This is an optimization exercise on Yosys and OpenROAD, whose aim is small area, a short achievable clock period and few clock cycles, not a production implementation.
For this run, only the layout was checked, not whether the RTL still works.
Power is estimated from default activity; no workload was simulated.

==> flow/design.v <==
module polder_lanes (
    input  wire         clk,
    input  wire         rst,           
    input  wire         in_valid,
    output wire         in_ready,
    input  wire         in_mode,       
    input  wire         in_last,       
    input  wire [31:0]  in_row,        
    input  wire [63:0]  in_col,        
    input  wire [1:0]   in_row_pres,
    input  wire [3:0]   in_col_pres,
    output wire         sh_valid,
    input  wire         sh_release,
    input  wire [2:0]   rd_lane,       
    output wire [33:0]  rd_re,
    output wire [33:0]  rd_im
);
    localparam ROWS = 2;
    localparam COLS = 4;
    localparam LANES = ROWS * COLS;
    function [15:0] unpack;   
        input [15:0] s;
        input        mode;
        begin
            if (mode)
                unpack = s;
            else
                unpack = {{4{s[3]}}, s[3:0], {4{s[7]}}, s[7:4]};
        end
    endfunction
    reg sh_full;    
    reg q_last;     
    reg clr;        
    reg ld;         
    wire busy = sh_full | q_last | ld;
    assign in_ready = ~(in_last & busy);
    assign sh_valid = sh_full;
    wire fire = in_valid & in_ready & ~rst;
    reg [15:0] q_row [0:ROWS-1];
    reg [15:0] q_col [0:COLS-1];
    genvar r, c;
    generate
        for (r = 0; r < ROWS; r = r + 1) begin : g_in_row
            always @(posedge clk)
                q_row[r] <= (fire & in_row_pres[r]) ? unpack(in_row[16*r +: 16], in_mode) : 16'd0;
        end
        for (c = 0; c < COLS; c = c + 1) begin : g_in_col
            always @(posedge clk)
                q_col[c] <= in_col_pres[c] ? unpack(in_col[16*c +: 16], in_mode) : 16'd0;
        end
    endgenerate
    always @(posedge clk) begin
        if (rst) begin
            q_last  <= 1'b0;
            clr     <= 1'b1;
            ld      <= 1'b0;
            sh_full <= 1'b0;
        end else begin
            q_last <= fire & in_last;
            clr    <= q_last;
            ld     <= q_last;
            if (ld)
                sh_full <= 1'b1;
            else if (sh_release)
                sh_full <= 1'b0;
        end
    end
    reg [33:0] act_re [0:LANES-1];
    reg [33:0] act_im [0:LANES-1];
    reg [33:0] sh_re  [0:LANES-1];
    reg [33:0] sh_im  [0:LANES-1];
    generate
        for (r = 0; r < ROWS; r = r + 1) begin : g_row
            for (c = 0; c < COLS; c = c + 1) begin : g_col
                localparam L = r * COLS + c;
                wire [33:0] base_re = clr ? 34'd0 : act_re[L];
                wire [33:0] base_im = clr ? 34'd0 : act_im[L];
                wire [16:0] lo_re, lo_im;
                wire inc_re, dec_re, inc_im, dec_im;
                pl_mac_re u_re (.xr(q_row[r][7:0]), .xi(q_row[r][15:8]),
                                .yr(q_col[c][7:0]), .yi(q_col[c][15:8]),
                                .a(base_re[16:0]), .s(lo_re), .inc(inc_re), .dec(dec_re));
                pl_mac_im u_im (.xr(q_row[r][7:0]), .xi(q_row[r][15:8]),
                                .yr(q_col[c][7:0]), .yi(q_col[c][15:8]),
                                .a(base_im[16:0]), .s(lo_im), .inc(inc_im), .dec(dec_im));
                always @(posedge clk) begin
                    act_re[L] <= {updown(base_re[33:17], inc_re, dec_re), lo_re};
                    act_im[L] <= {updown(base_im[33:17], inc_im, dec_im), lo_im};
                    if (ld) begin
                        sh_re[L] <= act_re[L];
                        sh_im[L] <= act_im[L];
                    end
                end
            end
        end
    endgenerate
    function [16:0] updown;
        input [16:0] h;
        input        up;
        input        down;
        integer i;
        reg ones, zeros;
        begin
            ones = 1'b1;
            zeros = 1'b1;
            for (i = 0; i < 17; i = i + 1) begin
                updown[i] = h[i] ^ ((up & ones) | (down & zeros));
                ones = ones & h[i];
                zeros = zeros & ~h[i];
            end
        end
    endfunction
    assign rd_re = sh_re[rd_lane];
    assign rd_im = sh_im[rd_lane];
endmodule
module pl_mac_re (
    input  wire [7:0] xr, xi, yr, yi,
    input  wire [16:0] a,
    output wire [16:0] s,
    output wire inc,
    output wire dec
);
    wire t1, t2;
    pl_fa ut1 (.a((xr[1] & yr[6])), .b((xr[2] & yr[5])), .c((xr[3] & yr[4])), .s(t1), .co(t2));
    wire t3, t4;
    pl_fa ut3 (.a((xr[0] & yr[6])), .b((xr[1] & yr[5])), .c((xr[2] & yr[4])), .s(t3), .co(t4));
    wire t5, t6;
    pl_fa ut5 (.a((xr[4] & yr[3])), .b((xr[5] & yr[2])), .c((xr[6] & yr[1])), .s(t5), .co(t6));
    wire t7, t8;
    pl_fa ut7 (.a((xr[7] & ~yr[0])), .b((~xr[0] & yr[7])), .c(xr[7]), .s(t7), .co(t8));
    wire t9, t10;
    pl_fa ut9 (.a(yr[7]), .b((xi[1] & yi[6])), .c((xi[2] & yi[5])), .s(t9), .co(t10));
    wire t11, t12;
    pl_ha ut11 (.a((xi[3] & yi[4])), .b((xi[4] & yi[3])), .s(t11), .co(t12));
    wire t13, t14;
    pl_fa ut13 (.a((xr[2] & yr[6])), .b((xr[3] & yr[5])), .c((xr[4] & yr[4])), .s(t13), .co(t14));
    wire t15, t16;
    pl_fa ut15 (.a((xr[5] & yr[3])), .b((xr[6] & yr[2])), .c((xr[7] & ~yr[1])), .s(t15), .co(t16));
    wire t17, t18;
    pl_fa ut17 (.a((~xr[1] & yr[7])), .b((xi[2] & yi[6])), .c((xi[3] & yi[5])), .s(t17), .co(t18));
    wire t19, t20;
    pl_ha ut19 (.a((xi[4] & yi[4])), .b((xi[5] & yi[3])), .s(t19), .co(t20));
    wire t21, t22;
    pl_fa ut21 (.a((xr[3] & yr[6])), .b((xr[4] & yr[5])), .c((xr[5] & yr[4])), .s(t21), .co(t22));
    wire t23, t24;
    pl_fa ut23 (.a((xr[6] & yr[3])), .b((xr[7] & ~yr[2])), .c((~xr[2] & yr[7])), .s(t23), .co(t24));
    wire t25, t26;
    pl_fa ut25 (.a((xr[0] & yr[4])), .b((xr[1] & yr[3])), .c((xr[2] & yr[2])), .s(t25), .co(t26));
    wire t27, t28;
    pl_fa ut27 (.a((xr[0] & yr[5])), .b((xr[1] & yr[4])), .c((xr[2] & yr[3])), .s(t27), .co(t28));
    wire t29, t30;
    pl_fa ut29 (.a((xr[3] & yr[2])), .b((xr[4] & yr[1])), .c((xr[5] & yr[0])), .s(t29), .co(t30));
    wire t31, t32;
    pl_ha ut31 (.a((xi[0] & yi[5])), .b((xi[1] & yi[4])), .s(t31), .co(t32));
    wire t33, t34;
    pl_fa ut33 (.a((xr[3] & yr[3])), .b((xr[4] & yr[2])), .c((xr[5] & yr[1])), .s(t33), .co(t34));
    wire t35, t36;
    pl_fa ut35 (.a((xr[6] & yr[0])), .b((xi[0] & yi[6])), .c((xi[1] & yi[5])), .s(t35), .co(t36));
    wire t37, t38;
    pl_fa ut37 (.a((xi[2] & yi[4])), .b((xi[3] & yi[3])), .c((xi[4] & yi[2])), .s(t37), .co(t38));
    wire t39, t40;
    pl_ha ut39 (.a((xi[5] & yi[1])), .b((xi[6] & yi[0])), .s(t39), .co(t40));
    wire t41, t42;
    pl_fa ut41 (.a((xi[5] & yi[2])), .b((xi[6] & yi[1])), .c((xi[7] & ~yi[0])), .s(t41), .co(t42));
    wire t43, t44;
    pl_fa ut43 (.a((~xi[0] & yi[7])), .b(xi[7]), .c(yi[7]), .s(t43), .co(t44));
    wire t45, t46;
    pl_fa ut45 (.a(a[7]), .b(t4), .c(t5), .s(t45), .co(t46));
    wire t47, t48;
    pl_fa ut47 (.a(t7), .b(t9), .c(t11), .s(t47), .co(t48));
    wire t49, t50;
    pl_fa ut49 (.a((xi[6] & yi[2])), .b((xi[7] & ~yi[1])), .c((~xi[1] & yi[7])), .s(t49), .co(t50));
    wire t51, t52;
    pl_fa ut51 (.a(a[8]), .b(t6), .c(t8), .s(t51), .co(t52));
    wire t53, t54;
    pl_fa ut53 (.a(t10), .b(t12), .c(t13), .s(t53), .co(t54));
    wire t55, t56;
    pl_fa ut55 (.a(t15), .b(t17), .c(t19), .s(t55), .co(t56));
    wire t57, t58;
    pl_fa ut57 (.a((xi[3] & yi[6])), .b((xi[4] & yi[5])), .c((xi[5] & yi[4])), .s(t57), .co(t58));
    wire t59, t60;
    pl_fa ut59 (.a((xi[6] & yi[3])), .b((xi[7] & ~yi[2])), .c((~xi[2] & yi[7])), .s(t59), .co(t60));
    wire t61, t62;
    pl_fa ut61 (.a(a[9]), .b(t14), .c(t16), .s(t61), .co(t62));
    wire t63, t64;
    pl_fa ut63 (.a(t18), .b(t20), .c(t21), .s(t63), .co(t64));
    wire t65, t66;
    pl_fa ut65 (.a((xr[4] & yr[6])), .b((xr[5] & yr[5])), .c((xr[6] & yr[4])), .s(t65), .co(t66));
    wire t67, t68;
    pl_fa ut67 (.a((xr[7] & ~yr[3])), .b((~xr[3] & yr[7])), .c((xi[4] & yi[6])), .s(t67), .co(t68));
    wire t69, t70;
    pl_fa ut69 (.a((xi[5] & yi[5])), .b((xi[6] & yi[4])), .c((xi[7] & ~yi[3])), .s(t69), .co(t70));
    wire t71, t72;
    pl_fa ut71 (.a((~xi[3] & yi[7])), .b(a[10]), .c(t22), .s(t71), .co(t72));
    wire t73, t74;
    pl_fa ut73 (.a((xr[5] & yr[6])), .b((xr[6] & yr[5])), .c((xr[7] & ~yr[4])), .s(t73), .co(t74));
    wire t75, t76;
    pl_fa ut75 (.a((~xr[4] & yr[7])), .b((xi[5] & yi[6])), .c((xi[6] & yi[5])), .s(t75), .co(t76));
    wire t77, t78;
    pl_ha ut77 (.a((xr[0] & yr[2])), .b((xr[1] & yr[1])), .s(t77), .co(t78));
    wire t79, t80;
    pl_fa ut79 (.a((xr[0] & yr[3])), .b((xr[1] & yr[2])), .c((xr[2] & yr[1])), .s(t79), .co(t80));
    wire t81, t82;
    pl_fa ut81 (.a((xr[3] & yr[0])), .b((xi[0] & yi[3])), .c((xi[1] & yi[2])), .s(t81), .co(t82));
    wire t83, t84;
    pl_fa ut83 (.a((xr[3] & yr[1])), .b((xr[4] & yr[0])), .c((xi[0] & yi[4])), .s(t83), .co(t84));
    wire t85, t86;
    pl_fa ut85 (.a((xi[1] & yi[3])), .b((xi[2] & yi[2])), .c((xi[3] & yi[1])), .s(t85), .co(t86));
    wire t87, t88;
    pl_ha ut87 (.a((xi[4] & yi[0])), .b(a[4]), .s(t87), .co(t88));
    wire t89, t90;
    pl_fa ut89 (.a((xi[2] & yi[3])), .b((xi[3] & yi[2])), .c((xi[4] & yi[1])), .s(t89), .co(t90));
    wire t91, t92;
    pl_fa ut91 (.a((xi[5] & yi[0])), .b(a[5]), .c(t26), .s(t91), .co(t92));
    wire t93, t94;
    pl_fa ut93 (.a(t27), .b(t29), .c(t31), .s(t93), .co(t94));
    wire t95, t96;
    pl_fa ut95 (.a(a[6]), .b(t28), .c(t30), .s(t95), .co(t96));
    wire t97, t98;
    pl_fa ut97 (.a(t32), .b(t33), .c(t35), .s(t97), .co(t98));
    wire t99, t100;
    pl_fa ut99 (.a(t37), .b(t39), .c(t3), .s(t99), .co(t100));
    wire t101, t102;
    pl_fa ut101 (.a(t34), .b(t36), .c(t38), .s(t101), .co(t102));
    wire t103, t104;
    pl_fa ut103 (.a(t40), .b(t41), .c(t43), .s(t103), .co(t104));
    wire t105, t106;
    pl_fa ut105 (.a(t1), .b(t45), .c(t47), .s(t105), .co(t106));
    wire t107, t108;
    pl_fa ut107 (.a(t42), .b(t44), .c(t49), .s(t107), .co(t108));
    wire t109, t110;
    pl_fa ut109 (.a(t2), .b(t46), .c(t48), .s(t109), .co(t110));
    wire t111, t112;
    pl_fa ut111 (.a(t51), .b(t53), .c(t55), .s(t111), .co(t112));
    wire t113, t114;
    pl_fa ut113 (.a(t50), .b(t57), .c(t59), .s(t113), .co(t114));
    wire t115, t116;
    pl_fa ut115 (.a(t23), .b(t52), .c(t54), .s(t115), .co(t116));
    wire t117, t118;
    pl_fa ut117 (.a(t56), .b(t61), .c(t63), .s(t117), .co(t118));
    wire t119, t120;
    pl_fa ut119 (.a(t58), .b(t60), .c(t65), .s(t119), .co(t120));
    wire t121, t122;
    pl_fa ut121 (.a(t67), .b(t69), .c(t24), .s(t121), .co(t122));
    wire t123, t124;
    pl_fa ut123 (.a(t62), .b(t64), .c(t71), .s(t123), .co(t124));
    wire t125, t126;
    pl_fa ut125 (.a((xi[7] & ~yi[4])), .b((~xi[4] & yi[7])), .c(a[11]), .s(t125), .co(t126));
    wire t127, t128;
    pl_fa ut127 (.a(t66), .b(t68), .c(t70), .s(t127), .co(t128));
    wire t129, t130;
    pl_fa ut129 (.a(t73), .b(t75), .c(t72), .s(t129), .co(t130));
    wire t131, t132;
    pl_fa ut131 (.a((xr[6] & yr[6])), .b((xr[7] & ~yr[5])), .c((~xr[5] & yr[7])), .s(t131), .co(t132));
    wire t133, t134;
    pl_fa ut133 (.a((xi[6] & yi[6])), .b((xi[7] & ~yi[5])), .c((~xi[5] & yi[7])), .s(t133), .co(t134));
    wire t135, t136;
    pl_fa ut135 (.a(a[12]), .b(t74), .c(t76), .s(t135), .co(t136));
    wire t137, t138;
    pl_fa ut137 (.a((xr[7] & ~yr[6])), .b((~xr[6] & yr[7])), .c((xi[7] & ~yi[6])), .s(t137), .co(t138));
    wire t139, t140;
    pl_ha ut139 (.a((xr[0] & yr[1])), .b((xr[1] & yr[0])), .s(t139), .co(t140));
    wire t141, t142;
    pl_fa ut141 (.a((xr[2] & yr[0])), .b((xi[0] & yi[2])), .c((xi[1] & yi[1])), .s(t141), .co(t142));
    wire t143, t144;
    pl_ha ut143 (.a((xi[2] & yi[0])), .b(a[2]), .s(t143), .co(t144));
    wire t145, t146;
    pl_fa ut145 (.a((xi[2] & yi[1])), .b((xi[3] & yi[0])), .c(a[3]), .s(t145), .co(t146));
    wire t147, t148;
    pl_fa ut147 (.a(t78), .b(t79), .c(t81), .s(t147), .co(t148));
    wire t149, t150;
    pl_fa ut149 (.a(t80), .b(t82), .c(t83), .s(t149), .co(t150));
    wire t151, t152;
    pl_fa ut151 (.a(t85), .b(t87), .c(t25), .s(t151), .co(t152));
    wire t153, t154;
    pl_fa ut153 (.a(t84), .b(t86), .c(t88), .s(t153), .co(t154));
    wire t155, t156;
    pl_fa ut155 (.a(t89), .b(t91), .c(t93), .s(t155), .co(t156));
    wire t157, t158;
    pl_fa ut157 (.a(t90), .b(t92), .c(t94), .s(t157), .co(t158));
    wire t159, t160;
    pl_fa ut159 (.a(t95), .b(t97), .c(t99), .s(t159), .co(t160));
    wire t161, t162;
    pl_fa ut161 (.a(t96), .b(t98), .c(t100), .s(t161), .co(t162));
    wire t163, t164;
    pl_fa ut163 (.a(t101), .b(t103), .c(t105), .s(t163), .co(t164));
    wire t165, t166;
    pl_fa ut165 (.a(t102), .b(t104), .c(t107), .s(t165), .co(t166));
    wire t167, t168;
    pl_fa ut167 (.a(t106), .b(t109), .c(t111), .s(t167), .co(t168));
    wire t169, t170;
    pl_fa ut169 (.a(t108), .b(t113), .c(t110), .s(t169), .co(t170));
    wire t171, t172;
    pl_fa ut171 (.a(t112), .b(t115), .c(t117), .s(t171), .co(t172));
    wire t173, t174;
    pl_fa ut173 (.a(t114), .b(t119), .c(t121), .s(t173), .co(t174));
    wire t175, t176;
    pl_fa ut175 (.a(t116), .b(t118), .c(t123), .s(t175), .co(t176));
    wire t177, t178;
    pl_fa ut177 (.a(t125), .b(t120), .c(t122), .s(t177), .co(t178));
    wire t179, t180;
    pl_fa ut179 (.a(t127), .b(t124), .c(t129), .s(t179), .co(t180));
    wire t181, t182;
    pl_fa ut181 (.a(t126), .b(t131), .c(t133), .s(t181), .co(t182));
    wire t183, t184;
    pl_fa ut183 (.a(t128), .b(t135), .c(t130), .s(t183), .co(t184));
    wire t185, t186;
    pl_fa ut185 (.a((~xi[6] & yi[7])), .b(a[13]), .c(t132), .s(t185), .co(t186));
    wire t187, t188;
    pl_fa ut187 (.a(t134), .b(t137), .c(t136), .s(t187), .co(t188));
    wire t189, t190;
    pl_fa ut189 (.a((~xr[7] & ~yr[7])), .b((~xi[7] & ~yi[7])), .c(a[14]), .s(t189), .co(t190));
    wire t191, t192;
    pl_ha ut191 (.a((xi[0] & yi[1])), .b((xi[1] & yi[0])), .s(t191), .co(t192));
    wire t193, t194;
    pl_fa ut193 (.a(t140), .b(t141), .c(t143), .s(t193), .co(t194));
    wire t195, t196;
    pl_fa ut195 (.a(t142), .b(t144), .c(t145), .s(t195), .co(t196));
    wire t197, t198;
    pl_fa ut197 (.a(t146), .b(t148), .c(t149), .s(t197), .co(t198));
    wire t199, t200;
    pl_fa ut199 (.a(t150), .b(t152), .c(t153), .s(t199), .co(t200));
    wire t201, t202;
    pl_fa ut201 (.a(t154), .b(t156), .c(t157), .s(t201), .co(t202));
    wire t203, t204;
    pl_fa ut203 (.a(t158), .b(t160), .c(t161), .s(t203), .co(t204));
    wire t205, t206;
    pl_fa ut205 (.a(t162), .b(t165), .c(t164), .s(t205), .co(t206));
    wire t207, t208;
    pl_fa ut207 (.a(t166), .b(t168), .c(t169), .s(t207), .co(t208));
    wire t209, t210;
    pl_fa ut209 (.a(t173), .b(t170), .c(t172), .s(t209), .co(t210));
    wire t211, t212;
    pl_fa ut211 (.a(t174), .b(t177), .c(t176), .s(t211), .co(t212));
    wire t213, t214;
    pl_fa ut213 (.a(t181), .b(t178), .c(t180), .s(t213), .co(t214));
    wire t215, t216;
    pl_fa ut215 (.a(t182), .b(t185), .c(t187), .s(t215), .co(t216));
    wire t217, t218;
    pl_fa ut217 (.a(t189), .b(t138), .c(t186), .s(t217), .co(t218));
    wire t219 = ~a[15];
    wire t220 = a[15];
    wire t221, t222;
    pl_ha ut221 (.a((xr[0] & yr[0])), .b((xi[0] & yi[0])), .s(t221), .co(t222));
    wire t223, t224;
    pl_fa ut223 (.a(a[1]), .b(t191), .c(t139), .s(t223), .co(t224));
    wire t225, t226;
    pl_fa ut225 (.a(t192), .b(t77), .c(t193), .s(t225), .co(t226));
    wire t227, t228;
    pl_fa ut227 (.a(t194), .b(t195), .c(t147), .s(t227), .co(t228));
    wire t229, t230;
    pl_fa ut229 (.a(t196), .b(t151), .c(t197), .s(t229), .co(t230));
    wire t231, t232;
    pl_fa ut231 (.a(t198), .b(t199), .c(t155), .s(t231), .co(t232));
    wire t233, t234;
    pl_fa ut233 (.a(t200), .b(t159), .c(t201), .s(t233), .co(t234));
    wire t235, t236;
    pl_fa ut235 (.a(t202), .b(t203), .c(t163), .s(t235), .co(t236));
    wire t237, t238;
    pl_fa ut237 (.a(t204), .b(t167), .c(t205), .s(t237), .co(t238));
    wire t239, t240;
    pl_fa ut239 (.a(t171), .b(t206), .c(t207), .s(t239), .co(t240));
    wire t241, t242;
    pl_fa ut241 (.a(t175), .b(t208), .c(t209), .s(t241), .co(t242));
    wire t243, t244;
    pl_fa ut243 (.a(t179), .b(t210), .c(t211), .s(t243), .co(t244));
    wire t245, t246;
    pl_fa ut245 (.a(t183), .b(t212), .c(t213), .s(t245), .co(t246));
    wire t247, t248;
    pl_fa ut247 (.a(t215), .b(t184), .c(t214), .s(t247), .co(t248));
    wire t249, t250;
    pl_fa ut249 (.a(t217), .b(t188), .c(t216), .s(t249), .co(t250));
    wire t251, t252;
    pl_fa ut251 (.a(t219), .b(t190), .c(t218), .s(t251), .co(t252));
    wire t253 = ~(t220 ^ a[16]);
    wire t254 = t220 | a[16];
    wire [16:0] ra = {t252, t250, t248, t246, t244, t242, t240, t238, t236, t234, t232, t230, t228, t226, t224, t222, t221};
    wire [16:0] rb = {t253, t251, t249, t247, t245, t243, t241, t239, t237, t235, t233, t231, t229, t227, t225, t223, a[0]};
    wire [17:0] sum = {1'b0, ra} + {1'b0, rb};
    assign s = sum[16:0];
    assign inc = sum[17] & t254;
    assign dec = ~(sum[17] | t254);
endmodule
module pl_mac_im (
    input  wire [7:0] xr, xi, yr, yi,
    input  wire [16:0] a,
    output wire [16:0] s,
    output wire inc,
    output wire dec
);
    wire t1 = ~((xi[1] & yr[6]) ^ (xi[2] & yr[5]));
    wire t2 = (xi[1] & yr[6]) | (xi[2] & yr[5]);
    wire t3, t4;
    pl_fa ut3 (.a((xi[3] & yr[4])), .b((xi[4] & yr[3])), .c((xi[5] & yr[2])), .s(t3), .co(t4));
    wire t5, t6;
    pl_ha ut5 (.a((xi[0] & yr[5])), .b((xi[1] & yr[4])), .s(t5), .co(t6));
    wire t7, t8;
    pl_fa ut7 (.a((xi[0] & yr[6])), .b((xi[1] & yr[5])), .c((xi[2] & yr[4])), .s(t7), .co(t8));
    wire t9, t10;
    pl_fa ut9 (.a((xi[3] & yr[3])), .b((xi[4] & yr[2])), .c((xi[5] & yr[1])), .s(t9), .co(t10));
    wire t11, t12;
    pl_fa ut11 (.a((xi[6] & yr[1])), .b((xi[7] & ~yr[0])), .c((~xi[0] & yr[7])), .s(t11), .co(t12));
    wire t13, t14;
    pl_fa ut13 (.a(xi[7]), .b(yr[7]), .c((~xr[1] & yi[6])), .s(t13), .co(t14));
    wire t15, t16;
    pl_fa ut15 (.a((~xr[2] & yi[5])), .b((~xr[3] & yi[4])), .c((~xr[4] & yi[3])), .s(t15), .co(t16));
    wire t17, t18;
    pl_fa ut17 (.a((~xr[5] & yi[2])), .b((~xr[6] & yi[1])), .c((~xr[7] & ~yi[0])), .s(t17), .co(t18));
    wire t19 = ~((xi[2] & yr[6]) ^ (xi[3] & yr[5]));
    wire t20 = (xi[2] & yr[6]) | (xi[3] & yr[5]);
    wire t21, t22;
    pl_fa ut21 (.a((xi[4] & yr[4])), .b((xi[5] & yr[3])), .c((xi[6] & yr[2])), .s(t21), .co(t22));
    wire t23, t24;
    pl_fa ut23 (.a((xi[7] & ~yr[1])), .b((~xi[1] & yr[7])), .c((~xr[2] & yi[6])), .s(t23), .co(t24));
    wire t25, t26;
    pl_fa ut25 (.a((~xr[3] & yi[5])), .b((~xr[4] & yi[4])), .c((~xr[5] & yi[3])), .s(t25), .co(t26));
    wire t27, t28;
    pl_ha ut27 (.a((~xr[6] & yi[2])), .b((~xr[7] & ~yi[1])), .s(t27), .co(t28));
    wire t29 = ~((xi[3] & yr[6]) ^ (xi[4] & yr[5]));
    wire t30 = (xi[3] & yr[6]) | (xi[4] & yr[5]);
    wire t31, t32;
    pl_fa ut31 (.a((xi[5] & yr[4])), .b((xi[6] & yr[3])), .c((xi[7] & ~yr[2])), .s(t31), .co(t32));
    wire t33, t34;
    pl_fa ut33 (.a((~xi[2] & yr[7])), .b((~xr[3] & yi[6])), .c((~xr[4] & yi[5])), .s(t33), .co(t34));
    wire t35 = ~((xi[4] & yr[6]) ^ (xi[5] & yr[5]));
    wire t36 = (xi[4] & yr[6]) | (xi[5] & yr[5]);
    wire t37, t38;
    pl_ha ut37 (.a((xi[0] & yr[3])), .b((xi[1] & yr[2])), .s(t37), .co(t38));
    wire t39, t40;
    pl_fa ut39 (.a((xi[0] & yr[4])), .b((xi[1] & yr[3])), .c((xi[2] & yr[2])), .s(t39), .co(t40));
    wire t41, t42;
    pl_fa ut41 (.a((xi[3] & yr[1])), .b((xi[4] & yr[0])), .c((~xr[0] & yi[4])), .s(t41), .co(t42));
    wire t43, t44;
    pl_fa ut43 (.a((xi[2] & yr[3])), .b((xi[3] & yr[2])), .c((xi[4] & yr[1])), .s(t43), .co(t44));
    wire t45, t46;
    pl_fa ut45 (.a((xi[5] & yr[0])), .b((~xr[0] & yi[5])), .c((~xr[1] & yi[4])), .s(t45), .co(t46));
    wire t47, t48;
    pl_fa ut47 (.a((~xr[2] & yi[3])), .b((~xr[3] & yi[2])), .c((~xr[4] & yi[1])), .s(t47), .co(t48));
    wire t49, t50;
    pl_fa ut49 (.a((xi[6] & yr[0])), .b((~xr[0] & yi[6])), .c((~xr[1] & yi[5])), .s(t49), .co(t50));
    wire t51, t52;
    pl_fa ut51 (.a((~xr[2] & yi[4])), .b((~xr[3] & yi[3])), .c((~xr[4] & yi[2])), .s(t51), .co(t52));
    wire t53, t54;
    pl_fa ut53 (.a((~xr[5] & yi[1])), .b((~xr[6] & yi[0])), .c(yi[6]), .s(t53), .co(t54));
    wire t55, t56;
    pl_ha ut55 (.a(a[6]), .b(t6), .s(t55), .co(t56));
    wire t57, t58;
    pl_fa ut57 (.a((xr[0] & yi[7])), .b(~xr[7]), .c(yi[7]), .s(t57), .co(t58));
    wire t59, t60;
    pl_fa ut59 (.a(~yi[7]), .b(a[7]), .c(t8), .s(t59), .co(t60));
    wire t61, t62;
    pl_fa ut61 (.a(t10), .b(t11), .c(t13), .s(t61), .co(t62));
    wire t63, t64;
    pl_fa ut63 (.a(t15), .b(t17), .c(t1), .s(t63), .co(t64));
    wire t65, t66;
    pl_fa ut65 (.a((xr[1] & yi[7])), .b(a[8]), .c(t12), .s(t65), .co(t66));
    wire t67, t68;
    pl_fa ut67 (.a(t14), .b(t16), .c(t18), .s(t67), .co(t68));
    wire t69, t70;
    pl_fa ut69 (.a(t19), .b(t21), .c(t23), .s(t69), .co(t70));
    wire t71, t72;
    pl_fa ut71 (.a(t25), .b(t27), .c(t2), .s(t71), .co(t72));
    wire t73, t74;
    pl_fa ut73 (.a((~xr[5] & yi[4])), .b((~xr[6] & yi[3])), .c((~xr[7] & ~yi[2])), .s(t73), .co(t74));
    wire t75, t76;
    pl_fa ut75 (.a((xr[2] & yi[7])), .b(a[9]), .c(t20), .s(t75), .co(t76));
    wire t77, t78;
    pl_fa ut77 (.a(t22), .b(t24), .c(t26), .s(t77), .co(t78));
    wire t79, t80;
    pl_fa ut79 (.a(t28), .b(t29), .c(t31), .s(t79), .co(t80));
    wire t81, t82;
    pl_fa ut81 (.a((xi[6] & yr[4])), .b((xi[7] & ~yr[3])), .c((~xi[3] & yr[7])), .s(t81), .co(t82));
    wire t83, t84;
    pl_fa ut83 (.a((~xr[4] & yi[6])), .b((~xr[5] & yi[5])), .c((~xr[6] & yi[4])), .s(t83), .co(t84));
    wire t85, t86;
    pl_fa ut85 (.a((~xr[7] & ~yi[3])), .b((xr[3] & yi[7])), .c(a[10]), .s(t85), .co(t86));
    wire t87, t88;
    pl_fa ut87 (.a(t30), .b(t32), .c(t34), .s(t87), .co(t88));
    wire t89 = ~((xi[5] & yr[6]) ^ (xi[6] & yr[5]));
    wire t90 = (xi[5] & yr[6]) | (xi[6] & yr[5]);
    wire t91, t92;
    pl_fa ut91 (.a((xi[7] & ~yr[4])), .b((~xi[4] & yr[7])), .c((~xr[5] & yi[6])), .s(t91), .co(t92));
    wire t93, t94;
    pl_fa ut93 (.a((~xr[6] & yi[5])), .b((~xr[7] & ~yi[4])), .c((xr[4] & yi[7])), .s(t93), .co(t94));
    wire t95 = ~((xi[6] & yr[6]) ^ (xi[7] & ~yr[5]));
    wire t96 = (xi[6] & yr[6]) | (xi[7] & ~yr[5]);
    wire t97, t98;
    pl_fa ut97 (.a((xi[0] & yr[2])), .b((xi[1] & yr[1])), .c((xi[2] & yr[0])), .s(t97), .co(t98));
    wire t99, t100;
    pl_fa ut99 (.a((xi[2] & yr[1])), .b((xi[3] & yr[0])), .c((~xr[0] & yi[3])), .s(t99), .co(t100));
    wire t101, t102;
    pl_fa ut101 (.a((~xr[1] & yi[2])), .b((~xr[2] & yi[1])), .c((~xr[3] & yi[0])), .s(t101), .co(t102));
    wire t103, t104;
    pl_fa ut103 (.a((~xr[1] & yi[3])), .b((~xr[2] & yi[2])), .c((~xr[3] & yi[1])), .s(t103), .co(t104));
    wire t105, t106;
    pl_fa ut105 (.a((~xr[4] & yi[0])), .b(yi[4]), .c(a[4]), .s(t105), .co(t106));
    wire t107, t108;
    pl_ha ut107 (.a(t38), .b(t39), .s(t107), .co(t108));
    wire t109, t110;
    pl_fa ut109 (.a((~xr[5] & yi[0])), .b(yi[5]), .c(a[5]), .s(t109), .co(t110));
    wire t111, t112;
    pl_fa ut111 (.a(t40), .b(t42), .c(t43), .s(t111), .co(t112));
    wire t113, t114;
    pl_fa ut113 (.a(t45), .b(t47), .c(t5), .s(t113), .co(t114));
    wire t115, t116;
    pl_fa ut115 (.a(t44), .b(t46), .c(t48), .s(t115), .co(t116));
    wire t117, t118;
    pl_fa ut117 (.a(t49), .b(t51), .c(t53), .s(t117), .co(t118));
    wire t119, t120;
    pl_fa ut119 (.a(t7), .b(t9), .c(t55), .s(t119), .co(t120));
    wire t121, t122;
    pl_fa ut121 (.a(t50), .b(t52), .c(t54), .s(t121), .co(t122));
    wire t123, t124;
    pl_fa ut123 (.a(t57), .b(t3), .c(t56), .s(t123), .co(t124));
    wire t125, t126;
    pl_fa ut125 (.a(t59), .b(t61), .c(t63), .s(t125), .co(t126));
    wire t127, t128;
    pl_fa ut127 (.a(t58), .b(t4), .c(t60), .s(t127), .co(t128));
    wire t129, t130;
    pl_fa ut129 (.a(t62), .b(t64), .c(t65), .s(t129), .co(t130));
    wire t131, t132;
    pl_fa ut131 (.a(t67), .b(t69), .c(t71), .s(t131), .co(t132));
    wire t133, t134;
    pl_fa ut133 (.a(t73), .b(t33), .c(t66), .s(t133), .co(t134));
    wire t135, t136;
    pl_fa ut135 (.a(t68), .b(t70), .c(t72), .s(t135), .co(t136));
    wire t137, t138;
    pl_fa ut137 (.a(t75), .b(t77), .c(t79), .s(t137), .co(t138));
    wire t139, t140;
    pl_fa ut139 (.a(t74), .b(t81), .c(t83), .s(t139), .co(t140));
    wire t141, t142;
    pl_fa ut141 (.a(t85), .b(t35), .c(t76), .s(t141), .co(t142));
    wire t143, t144;
    pl_fa ut143 (.a(t78), .b(t80), .c(t87), .s(t143), .co(t144));
    wire t145, t146;
    pl_fa ut145 (.a(a[11]), .b(t82), .c(t84), .s(t145), .co(t146));
    wire t147, t148;
    pl_fa ut147 (.a(t86), .b(t89), .c(t91), .s(t147), .co(t148));
    wire t149, t150;
    pl_fa ut149 (.a(t93), .b(t36), .c(t88), .s(t149), .co(t150));
    wire t151, t152;
    pl_fa ut151 (.a((~xi[5] & yr[7])), .b((~xr[6] & yi[6])), .c((~xr[7] & ~yi[5])), .s(t151), .co(t152));
    wire t153, t154;
    pl_fa ut153 (.a((xr[5] & yi[7])), .b(a[12]), .c(t90), .s(t153), .co(t154));
    wire t155, t156;
    pl_fa ut155 (.a(t92), .b(t94), .c(t95), .s(t155), .co(t156));
    wire t157 = ~((xi[7] & ~yr[6]) ^ (~xi[6] & yr[7]));
    wire t158 = (xi[7] & ~yr[6]) | (~xi[6] & yr[7]);
    wire t159, t160;
    pl_fa ut159 (.a((~xr[7] & ~yi[6])), .b((xr[6] & yi[7])), .c(a[13]), .s(t159), .co(t160));
    wire t161, t162;
    pl_fa ut161 (.a((xi[0] & yr[1])), .b((xi[1] & yr[0])), .c((~xr[0] & yi[1])), .s(t161), .co(t162));
    wire t163, t164;
    pl_fa ut163 (.a((~xr[0] & yi[2])), .b((~xr[1] & yi[1])), .c((~xr[2] & yi[0])), .s(t163), .co(t164));
    wire t165, t166;
    pl_ha ut165 (.a(yi[2]), .b(a[2]), .s(t165), .co(t166));
    wire t167, t168;
    pl_fa ut167 (.a(yi[3]), .b(a[3]), .c(t98), .s(t167), .co(t168));
    wire t169, t170;
    pl_fa ut169 (.a(t99), .b(t101), .c(t37), .s(t169), .co(t170));
    wire t171, t172;
    pl_fa ut171 (.a(t100), .b(t102), .c(t103), .s(t171), .co(t172));
    wire t173, t174;
    pl_fa ut173 (.a(t105), .b(t41), .c(t107), .s(t173), .co(t174));
    wire t175, t176;
    pl_fa ut175 (.a(t104), .b(t106), .c(t109), .s(t175), .co(t176));
    wire t177, t178;
    pl_fa ut177 (.a(t108), .b(t111), .c(t113), .s(t177), .co(t178));
    wire t179, t180;
    pl_fa ut179 (.a(t110), .b(t112), .c(t114), .s(t179), .co(t180));
    wire t181, t182;
    pl_fa ut181 (.a(t115), .b(t117), .c(t119), .s(t181), .co(t182));
    wire t183, t184;
    pl_fa ut183 (.a(t116), .b(t118), .c(t121), .s(t183), .co(t184));
    wire t185, t186;
    pl_fa ut185 (.a(t120), .b(t123), .c(t125), .s(t185), .co(t186));
    wire t187, t188;
    pl_fa ut187 (.a(t122), .b(t124), .c(t126), .s(t187), .co(t188));
    wire t189, t190;
    pl_fa ut189 (.a(t127), .b(t129), .c(t131), .s(t189), .co(t190));
    wire t191, t192;
    pl_fa ut191 (.a(t128), .b(t130), .c(t132), .s(t191), .co(t192));
    wire t193, t194;
    pl_fa ut193 (.a(t133), .b(t135), .c(t137), .s(t193), .co(t194));
    wire t195, t196;
    pl_fa ut195 (.a(t139), .b(t134), .c(t136), .s(t195), .co(t196));
    wire t197, t198;
    pl_fa ut197 (.a(t138), .b(t141), .c(t143), .s(t197), .co(t198));
    wire t199, t200;
    pl_fa ut199 (.a(t140), .b(t145), .c(t147), .s(t199), .co(t200));
    wire t201, t202;
    pl_fa ut201 (.a(t142), .b(t144), .c(t149), .s(t201), .co(t202));
    wire t203, t204;
    pl_fa ut203 (.a(t151), .b(t146), .c(t148), .s(t203), .co(t204));
    wire t205, t206;
    pl_fa ut205 (.a(t153), .b(t155), .c(t150), .s(t205), .co(t206));
    wire t207, t208;
    pl_fa ut207 (.a(t152), .b(t157), .c(t159), .s(t207), .co(t208));
    wire t209, t210;
    pl_fa ut209 (.a(t96), .b(t154), .c(t156), .s(t209), .co(t210));
    wire t211 = ~((~xi[7] & ~yr[7]) ^ (xr[7] & ~yi[7]));
    wire t212 = (~xi[7] & ~yr[7]) | (xr[7] & ~yi[7]);
    wire t213, t214;
    pl_fa ut213 (.a(a[14]), .b(t158), .c(t160), .s(t213), .co(t214));
    wire t215, t216;
    pl_ha ut215 (.a((xi[0] & yr[0])), .b((~xr[0] & yi[0])), .s(t215), .co(t216));
    wire t217, t218;
    pl_fa ut217 (.a((~xr[1] & yi[0])), .b(yi[1]), .c(a[1]), .s(t217), .co(t218));
    wire t219, t220;
    pl_fa ut219 (.a(t162), .b(t163), .c(t165), .s(t219), .co(t220));
    wire t221, t222;
    pl_fa ut221 (.a(t164), .b(t166), .c(t167), .s(t221), .co(t222));
    wire t223, t224;
    pl_fa ut223 (.a(t168), .b(t170), .c(t171), .s(t223), .co(t224));
    wire t225, t226;
    pl_fa ut225 (.a(t172), .b(t175), .c(t174), .s(t225), .co(t226));
    wire t227, t228;
    pl_fa ut227 (.a(t176), .b(t178), .c(t179), .s(t227), .co(t228));
    wire t229, t230;
    pl_fa ut229 (.a(t180), .b(t183), .c(t182), .s(t229), .co(t230));
    wire t231, t232;
    pl_fa ut231 (.a(t184), .b(t186), .c(t187), .s(t231), .co(t232));
    wire t233, t234;
    pl_fa ut233 (.a(t188), .b(t190), .c(t191), .s(t233), .co(t234));
    wire t235, t236;
    pl_fa ut235 (.a(t192), .b(t194), .c(t195), .s(t235), .co(t236));
    wire t237, t238;
    pl_fa ut237 (.a(t199), .b(t196), .c(t198), .s(t237), .co(t238));
    wire t239, t240;
    pl_fa ut239 (.a(t200), .b(t203), .c(t202), .s(t239), .co(t240));
    wire t241, t242;
    pl_fa ut241 (.a(t207), .b(t204), .c(t209), .s(t241), .co(t242));
    wire t243, t244;
    pl_fa ut243 (.a(t211), .b(t208), .c(t213), .s(t243), .co(t244));
    wire t245, t246;
    pl_ha ut245 (.a(a[15]), .b(t212), .s(t245), .co(t246));
    wire t247, t248;
    pl_ha ut247 (.a(yi[0]), .b(a[0]), .s(t247), .co(t248));
    wire t249, t250;
    pl_fa ut249 (.a(t216), .b(t217), .c(t161), .s(t249), .co(t250));
    wire t251, t252;
    pl_fa ut251 (.a(t218), .b(t97), .c(t219), .s(t251), .co(t252));
    wire t253, t254;
    pl_fa ut253 (.a(t220), .b(t169), .c(t221), .s(t253), .co(t254));
    wire t255, t256;
    pl_fa ut255 (.a(t222), .b(t223), .c(t173), .s(t255), .co(t256));
    wire t257, t258;
    pl_fa ut257 (.a(t224), .b(t177), .c(t225), .s(t257), .co(t258));
    wire t259, t260;
    pl_fa ut259 (.a(t226), .b(t227), .c(t181), .s(t259), .co(t260));
    wire t261, t262;
    pl_fa ut261 (.a(t228), .b(t185), .c(t229), .s(t261), .co(t262));
    wire t263, t264;
    pl_fa ut263 (.a(t189), .b(t230), .c(t231), .s(t263), .co(t264));
    wire t265, t266;
    pl_fa ut265 (.a(t193), .b(t232), .c(t233), .s(t265), .co(t266));
    wire t267, t268;
    pl_fa ut267 (.a(t197), .b(t234), .c(t235), .s(t267), .co(t268));
    wire t269, t270;
    pl_fa ut269 (.a(t201), .b(t236), .c(t237), .s(t269), .co(t270));
    wire t271, t272;
    pl_fa ut271 (.a(t205), .b(t238), .c(t239), .s(t271), .co(t272));
    wire t273, t274;
    pl_fa ut273 (.a(t241), .b(t206), .c(t240), .s(t273), .co(t274));
    wire t275, t276;
    pl_fa ut275 (.a(t243), .b(t210), .c(t242), .s(t275), .co(t276));
    wire t277, t278;
    pl_fa ut277 (.a(t245), .b(t214), .c(t244), .s(t277), .co(t278));
    wire t279 = ~(a[16] ^ t246);
    wire t280 = a[16] | t246;
    wire [16:0] ra = {t278, t276, t274, t272, t270, t268, t266, t264, t262, t260, t258, t256, t254, t252, t250, t248, t247};
    wire [16:0] rb = {t279, t277, t275, t273, t271, t269, t267, t265, t263, t261, t259, t257, t255, t253, t251, t249, t215};
    wire [17:0] sum = {1'b0, ra} + {1'b0, rb};
    assign s = sum[16:0];
    assign inc = sum[17] & t280;
    assign dec = ~(sum[17] | t280);
endmodule
module pl_fa (input wire a, input wire b, input wire c, output wire s, output wire co);
    assign s = a ^ b ^ c;
    assign co = (a & b) | (a & c) | (b & c);
endmodule
module pl_ha (input wire a, input wire b, output wire s, output wire co);
    assign s = a ^ b;
    assign co = a & b;
endmodule
==> flow/run.sh <==
#!/bin/bash
# synth_recipe.tcl (not shown) runs the flow's synth.tcl, then flattens the netlist and writes it again
# the make line also repeats each setting of config.mk as NAME=value (left out here)
make -C /OpenROAD-flow-scripts/flow DESIGN_CONFIG=/design/flow/config.mk WORK_HOME=/design/flow/orfs CLKGATE_MAP_FILE= SYNTH_SCRIPT=/design/flow/synth_recipe.tcl finish
==> flow/config.mk <==
export PLATFORM = sky130hd
export DESIGN_NAME = polder_lanes
export DESIGN_NICKNAME = polder_lanes
export VERILOG_FILES = /design/flow/design.v
export SDC_FILE = /design/flow/constraint.sdc
export NUM_CORES = 4
export LEC_CHECK = 0
export CAP_MARGIN = 20
export CORE_MARGIN = 2
export CORE_UTILIZATION = 50
export SLEW_MARGIN = 20
export SYNTH_HIERARCHICAL = 1
==> flow/constraint.sdc <==
create_clock -name core_clock -period 12.5 [get_ports {clk}]
set_input_delay 2.5000 -clock core_clock [delete_from_list [all_inputs] [get_ports {clk}]]
set_output_delay 2.5000 -clock core_clock [all_outputs]
set_load 0.01 [all_outputs]
==> notes.md <==
[cells in the final DEF, fill, tap and decap left out, drive strengths merged, types with 90 or more instances in the layout]
cell type / netlist / routed
nor3: 112 / 112
clkdlybuf4s50: 0 / 176
edfxtp: 544 / 544
inv: 310 / 320
ha: 504 / 504
nor2: 594 / 594
a21oi: 391 / 391
nand2: 611 / 611
fa: 1912 / 1912
nand2b: 90 / 90
buf: 119 / 169
xnor2: 201 / 201
dfxtp: 644 / 644
nor2b: 1046 / 1046
clkbuf: 186 / 177
a211oi: 90 / 90
o21ai: 357 / 357
nand3: 131 / 131
a21o: 105 / 105
mux2i: 118 / 118
and2: 1202 / 1202
xor2: 134 / 134
[Yosys stat by module, one instance, submodules excluded]
module / flops+latches / cells / times used
pl_mac_re: 0 / 255 / 8
polder_lanes: 1188 / 4263 / 1
pl_fa: 0 / 1 / 1896
pl_mac_im: 0 / 276 / 8
pl_ha: 0 / 1 / 152
[logic make-up (layout without fill, tap and decap cells)]
| group | Yosys count | count (layout) | synth area share [%] |
|---|---|---|---|
| AO/OA/AOI/OAI | 1650 | 1650 | 9.84 |
| multiplexers | 196 | 196 | 2.06 |
| flip-flops | 1188 | 1188 | 25.1 |
| XOR/XNOR | 335 | 335 | 2.52 |
| adder cells (fa/ha/maj) | 2416 | 2416 | 38.3 |
| other | 0 | 8 | 0 |
| buffers and inverters | 615 | 935 | 2.13 |
| AND/OR/NAND/NOR | 4159 | 4159 | 20.0 |
[registers in the layout, summed over array words and instances (netlist names)]
signal	count
act_re	272
clr	1
sh_re	272
q_last	1
ld	1
sh_im	272
act_im	272
sh_full	1
q_col	64
q_row	32
[power groups by stage]
stage	Combinational, W	Clock (W)	Sequential [W]
after global placement	0.0177	0	0.00699
after floorplan	0.0142	0	0.00616
final	0.0183	0.00475	0.00697
after CTS	0.0182	0.00482	0.00694
after global routing	0.0205	0.00496	0.00708
after detailed placement	0.0181	0	0.00700
[synthesized netlist by cell type (32+ instances only)]
| library cell | n | share of area [%] |
|---|---|---|
| ha_1 | 504 | 5.4 |
| and2_1 | 1201 | 6.5 |
| o21ai_0 | 315 | 1.4 |
| nand3_1 | 131 | 0.56 |
| o21a_1 | 73 | 0.47 |
| a221oi_1 | 51 | 0.38 |
| nand4_1 | 87 | 0.47 |
| nor3b_1 | 32 | 0.21 |
| nor2_1 | 593 | 1.9 |
| a22oi_1 | 47 | 0.30 |
| nand2b_1 | 81 | 0.44 |
| inv_1 | 309 | 1.0 |
| clkbuf_1 | 183 | 0.59 |
| nand2_1 | 611 | 2.0 |
| o211ai_1 | 63 | 0.41 |
| xor2_1 | 134 | 1.0 |
| nor2b_1 | 1046 | 5.6 |
| mux2_2 | 43 | 0.42 |
| o21ai_1 | 33 | 0.14 |
| buf_2 | 93 | 0.40 |
| a21oi_1 | 359 | 1.5 |
| edfxtp_1 | 544 | 14 |
| o22ai_1 | 37 | 0.20 |
| mux2i_1 | 118 | 1.0 |
| a31oi_1 | 70 | 0.38 |
| xnor2_1 | 201 | 1.5 |
| a211oi_1 | 82 | 0.53 |
| and3_1 | 75 | 0.40 |
| a21o_1 | 105 | 0.68 |
| a21boi_0 | 51 | 0.33 |
| or3_1 | 36 | 0.19 |
| nor3_1 | 105 | 0.45 |
| dfxtp_1 | 644 | 11 |
| fa_1 | 1912 | 33 |
[through the flow]
step	hold WS, ns	setup WS (ns)
floorplan	0.401	2.50
global placement	0.405	3.57
detailed placement	0.409	3.52
CTS	0.422	3.50
global route	0.431	3.33
finish	0.417	3.45
[layout make-up]
class / count / area (sq um) / share of cell area [%]
multi-input cells: 8756 / 84600 / 66.4
flip-flops and latches: 1188 / 29300 / 23.0
clock buffers: 175 / 3960 / 3.11
well taps: 3043 / 3810 / 2.99
repair buffers: 347 / 3150 / 2.47
clock inverters: 103 / 1430 / 1.12
inverters: 310 / 1170 / 0.915
diodes: 8 / 20.0 / 0.0157
[worst reg2reg max path: stages (launching register included)]
cell      delay (ns)
dfxtp_4         0.77
buf_4           0.71
nor2b_1         0.29
fa_1            0.46
fa_1            0.55
fa_1            0.43
fa_1            0.41
fa_1            0.56
fa_1            0.42
ha_1            0.40
nand4_1         0.18
a2111o_1        0.43
o2111a_1        0.13
a211oi_1        0.87
and4b_1         0.43
and2_2          0.22
nand4_1         0.17
or3_1           0.40
and3_1          0.20
a311oi_1        0.22
[worst min-delay path by stage]
stage | start | endpoint | slack [ns]
after CTS | act_im[1][15] | sh_im[1][15] | 0.42
after floorplan | act_im[0][0] | sh_im[0][0] | 0.40
after global placement | act_re[0][0] | sh_re[0][0] | 0.40
after detailed placement | act_re[6][14] | sh_re[6][14] | 0.41
final | act_im[5][0] | sh_im[5][0] | 0.42
after global routing | act_re[4][2] | sh_re[4][2] | 0.43
[per-layer routing]
metal / global-route usage, % / vias up / wire (microns)
met2: 53.3 / 3458 / 180000
met5: 0 / - / 40
met1: 43.8 / 43900 / 156000
li1: - / 36500 / -
met4: 17.2 / 6 / 23500
met3: 6.07 / 874 / 30100
==> reports/metrics.sh <==
SETUP_TOTAL_NEGATIVE_SLACK_NS=0
POST-ROUTE-UTIL_PCT=55.0
STATIC-LEAKAGE-POWER_nW=56.3
WL_MICRONS=389000
SYNTHESIS.AREA_PER_INSTANCE_SQ_UM=11.0
SEQ_TOTAL_AREA_YOSYS_PCT=25.1
CRIT_PATH_END='rd_re[15]'
PART_OF_THE_TOTAL_POWER_DISSIPATED_IN_COMBINATIONAL_LOGIC_PCT=61.0
CRIT-REG2REG-CAPTURE='act_im[6][30]'
HOLDPATHSTAGES=0
GRT_FIRST_PASS_WIRELENGTH_MICRONS=587000
CP_DATA_REQUIRED_TIME_NS=10.00
PIN_COUNT_OF_THE_BIGGEST_NET_ENTERING_GLOBAL_ROUTING=110
MAX_CAP_VIOLATIONS=0
CORE-AREA_SQ_UM=232000
FMAX_MHz=111
WL_PER_CELL_MICRONS=27.9
FLOORPLAN.DIE_AREA_SQ_UM=236000
SYNTHFLOPTYPE='dfxtp_1'
TYPE_OF_THE_WORST_MIN_DELAY_PATH='reg -> reg'
PLACED_CELLS=13600
TIMING.CRITICAL_PATH.FANOUT_MAX=62
CLOCK_PATH_BUFFERS=3
SYN_AREA_SQ_UM=116000
WORST_SLEW_PIN_SLEW_NS=1.18
POWER_W=0.0300
TIMING.FINAL.HOLD_VIOLATIONS=0
FINAL_MIN_PERIOD_OVER_CLOCK_PERIOD_PCT=72.4
VDD.IR_DROP.WORST_uV=263
CRIT_ARRIVAL_NS=6.55
DRT_ITER0_MARKERS=7099
WORST_SKEW_PAIR.LATE_LATENCY_NS=0.85
DRV_SLEW=0
WORSTREG2REGSTART='q_row[1][15]'
GRT_USE_TOTAL_PCT=33.4
CP_NUM_CELLS=9
POWER.SEQUENTIAL.FRACTION_PCT=23.2
FIN_CELLS=13900
FINALCRITICALPERIOD_NS=9.05
COUNT_OF_BUFFERING_CELLS_ON_THE_CRITICAL_PATH_WITH_INVERTERS_INCLUDED=4
POWER.INTERNAL_W=0.0160
DP_HPWL_MICRONS=274000
CPLARGESTDELAYFAMILY='buffers and inverters'
CTS-HOLD-FIX-BUFFERS=0
POWER_SWITCHING_SHARE_PCT=46.8
VIA_COUNT=84800
FINAL_LAYOUT_SIZE_SUFFIX_GT1_SHARE_PCT=6.51
CP-STARTPOINT='rd_lane[0]'
TIMING.CRITICAL_PATH.SLOWEST_STAGE_CELL='buf_4'
CLKSLEWWORSTSETUPHOLDPATHS_NS=0.06
CRIT_PATH_START_KIND='primary input'
DIE_X_EXTENT_MICRONS=486
DESIGN.FINAL.NETS=13300
TOP_LEVEL_PORTS=181
DRTANTENNAVIOLNETS=0
POWER_DENSITY_nW_PER_UM2=236
START_UTIL_PCT=50.1
CTS-HTREE-LEVELS=4
SYN-INSTANCE-COUNT=10600
RUN_STATUS='timing/DRC/antenna clean'
CTS.REPAIR_TIMING.SETUP_BUFFER_COUNT=0
FLOW.AREA_GROWTH_FROM_SYNTHESIS_PCT=9.60
ROW_COUNT=177
UNREPAIRED_SETUP_ENDPOINTS_AFTER_GLOBAL_ROUTING='no'
FINAL.FILL_COUNT=20100
TIMING.REG2REG.SETUP_SLACK_NS=4.19
SETUP_VIOL=0
TRITONCTS_NUM_SINKS=1188
SYNTH_EDF_COUNT=544
TRITONCTS.NUM_BUFFERS=148
PATH_CELLS='buf_6 > buf_4 > buf_4 > nand2b_1 > nor2_1 > a211oi_1 > a21oi_1 > nor2_1 > clkdlybuf4s50_1'
CP-END-KIND='primary output'
PORT_BUFFERS=180
TIMING.SETUP.CRITICAL_PATH_CLASS='in -> out'
SHARE_OF_SYNTHESIZED_FLIP_FLOPS_WITH_AN_ASYNCHRONOUS_SET_OR_RESET_PCT=0
CTS_TREE='built'
SWITCHING_POWER_W=0.0141
DRT-VIAS-PER-INSTANCE=6.09
SYNTHDISTINCTLIBCELLS=107
POST_CTS.RESIZED_INSTANCES=0
NORMALIZED_MAX_SLEW_MARGIN_PCT=21.0
CTS.ROOT.BUFFER_CELL='clkbuf_16'
WORST-R2R-CELL-COUNT=19
CRIT_PATH_MAX_INCR_DELAY_NS=0.78
PLACED_AREA_SQ_UM=122000
SYNTH-WARNING-COUNT=19
DRT_FIRST_PASS_ITERS=9
FIRST_GLOBAL_VIAS=90500
ANTENNA_FOUND_INITIAL=33
SYNTH.FF_LATCH_COUNT=1188
CLOCK-SKEW-FINAL_NS=0.0539
CLKPWRFRAC_PCT=15.8
LAYOUT.CELL_AREA.NON_FILLER_SQ_UM=127000
GP_CONGESTION=0.983
DRC_VIOLS=0
GRT.OVERFLOW.TOTAL=0
SYNTHESIS.NETS=13100
CHIPHEIGHT_MICRONS=486

-- port drivers added, routing unchanged --
In the flow no input, the clock included, has a driving cell. The finished layout below was timed again as built, in two steps.
Step 1 sets driving cells, clkbuf_16 on the clock port and buf_2 on the other inputs (assumed; they add their load-dependent delay and slew).
Step 2 also shifts input and output timing later by t, the mid clock arrival at the registers, as if the neighbouring blocks saw the same clock.
a / b / c = ideal ports / drivers / drivers and shift; a / b = the first two.
t, ns: 0.927
setup slack, ns: 3.452 / 3.360 / 3.360
hold WS [ns]: 0.417 / 0.417 / 0.417
worst setup path at the end: input to output
worst data-port slew with drivers (ns): 0.13
After both steps this run still meets setup and hold. The setup slack of this run moves by -0.092 ns with the drivers and by -0.092 ns with both steps.
